Source: an optimization exercise on an open RTL-to-GDS flow (aim: small area). Production flows keep margins and buffers that such runs may drop.
In this exercise RTL edits were held to simulation tests only and were not proved equivalent to the original.

## loop_engine
module loop_engine (
    input  wire        clk,
    input  wire        rst_n,
    input  wire        cfg_we,
    input  wire [5:0]  cfg_addr,
    input  wire [15:0] cfg_wdata,
    input  wire        start,
    input  wire [19:0] vref,
    input  wire [19:0] vctl,
    input  wire [15:0] vin_sample,
    input  wire [15:0] ff_pred,
    input  wire [3:0]  n_active,
    input  wire        mem_dom,
    output wire        done,
    output wire [15:0] u_q,
    output wire [14:0] ipk,
    output wire [11:0] duty,
    output wire        sat_hi,
    output wire        sat_lo
);
For scale: ~5,400 cells after synthesis, roughly 820 flip-flops, roughly 150 I/O pins.
==> flow/config.mk <==
export PLATFORM = sky130hd
export DESIGN_NAME = loop_engine
export DESIGN_NICKNAME = loop_engine
export VERILOG_FILES = /design/flow/design.v
export SDC_FILE = /design/flow/constraint.sdc
export NUM_CORES = 4
export LEC_CHECK = 0
export ABC_AREA = 1
export CAP_MARGIN = 20
export CORE_MARGIN = 2
export CORE_UTILIZATION = 60
export CTS_BUF_LIST = sky130_fd_sc_hd__clkbuf_8
export CTS_CLUSTER_DIAMETER = 60
export CTS_CLUSTER_SIZE = 16
export GPL_TIMING_DRIVEN = 0
export SLEW_MARGIN = 20
==> flow/constraint.sdc <==
create_clock -name core_clock -period 50.0 [get_ports {clk}]
set_input_delay 10.0000 -clock core_clock [delete_from_list [all_inputs] [get_ports {clk}]]
set_output_delay 10.0000 -clock core_clock [all_outputs]
set_load 0.01 [all_outputs]
standard.sh (not shown) runs the stock make flow with config.mk's settings and CLKGATE_MAP_FILE= SYNTH_SCRIPT=/design/flow/synth_recipe.tcl, a recipe that flattens the netlist after the stock synthesis.
==> flow/flow/run.sh <==
#!/bin/bash
# The standard layout (the standard.sh: standard synthesis, floorplan,
# placement, CTS, routing), with one change: the buffers that placement puts
# on every input and output port are the smallest buffer cell, buf_1,
# instead of the cell buffer_ports picks by default.
set -o pipefail
export BUFFER_PORTS_ARGS="-buffer_cell sky130_fd_sc_hd__buf_1"
bash standard.sh > standard.log 2>&1
The starting point completed with no timing, DRC or antenna violations.
Next try:
CAP_MARGIN = 5   (was 20)
GPL_TIMING_DRIVEN = default   (was 0)
SLEW_MARGIN = 5   (was 20)
What happened: Setup slack gains 0.40 ns. Via count drops by 6.2%. Register-to-register slack gains 0.40 ns. Critical path depth goes up by 2. Cell area fell by 1.6%. Routed wire length is lower by 10%. Hold slack degrades by 0.0035 ns.
Next try:
CAP_MARGIN = 20   (was 5)
CTS_BUF_LIST = sky130_fd_sc_hd__clkbuf_4   (was sky130_fd_sc_hd__clkbuf_8)
CTS_CLUSTER_DIAMETER = 45   (was 60)
CTS_CLUSTER_SIZE = 10   (was 16)
SLEW_MARGIN = 20   (was 5)
After rerunning:
- clock skew came out higher by 0.024 ns
- hold slack stays flat
- wire length is about the same
- final area hardly moves
- non-clock buffer count came out higher by 1
Next try:
CORE_UTILIZATION = 75   (was 60)
CTS_BUF_LIST = sky130_fd_sc_hd__clkbuf_8   (was sky130_fd_sc_hd__clkbuf_4)
CTS_CLUSTER_DIAMETER = 50   (was 45)
CTS_CLUSTER_SIZE = 14   (was 10)
Synthesized area stays the same. Worst hold slack stays flat. First-iteration DRC count rose by a quarter to a third. Design area barely changes. Synthesized cell count is unchanged. Non-clock buffer count fell by 14. Global-route usage rose by 8.1 points.
Next try:
CTS_CLUSTER_DIAMETER = 60   (was 50)
CTS_CLUSTER_SIZE = 16   (was 14)
What happened: Critical path depth does not change; count of clock-buffer cells in the layout decreases by 13; die area stays the same; wire length decreases by 0.60%; first-iteration DRC count goes up by 2.1%; register-to-register slack stays flat; worst hold slack gets worse by 0.0032 ns.
Next try:
CORE_UTILIZATION = 60   (was 75)
Final area grows by 1.1%.
Routed wire length is higher by 1.6%.
Non-clock buffer count increases by 11.
Count of clock-buffer cells in the layout increases by 10.
Maximum frequency barely changes.

[static timing again, ports no longer ideal]
The results above use ideal ports. As a check the final layouts listed here were re-extracted and re-timed, cells and wires unchanged.
Step 1 assumes that a clkbuf_16 drives the clock port and a buf_2 every other input.
Step 2 moves the port delays by t, midway between the first and last clock arrival at a register: inputs arrive t later, outputs are due t later. That takes back most of the time a late clock gives input paths.
a / b / c = no drivers / after step 1 / after step 2; a / b = the first two.
| run | t (ns) | slack for setup (ns) | worst setup path at the end | clock arrival spread, ns |
|---|---|---|---|---|
| the first run | 0.776 | 13.794 / 13.794 / 13.794 | register to register | 0.095 / 0.095 |
| the second run | 0.771 | 14.189 / 14.189 / 14.189 | register to register | 0.087 / 0.087 |
| the third run | 1.026 | 14.227 / 14.227 / 14.227 | register to register | 0.111 / 0.111 |
| the fourth run | 0.781 | 14.327 / 14.327 / 14.327 | register to register | 0.059 / 0.058 |
| the fifth run | 0.824 | 14.315 / 14.315 / 14.315 | register to register | 0.060 / 0.059 |
| the sixth run | 0.768 | 14.213 / 14.213 / 14.213 | register to register | 0.080 / 0.081 |
After both steps setup and hold are still met in every run listed.
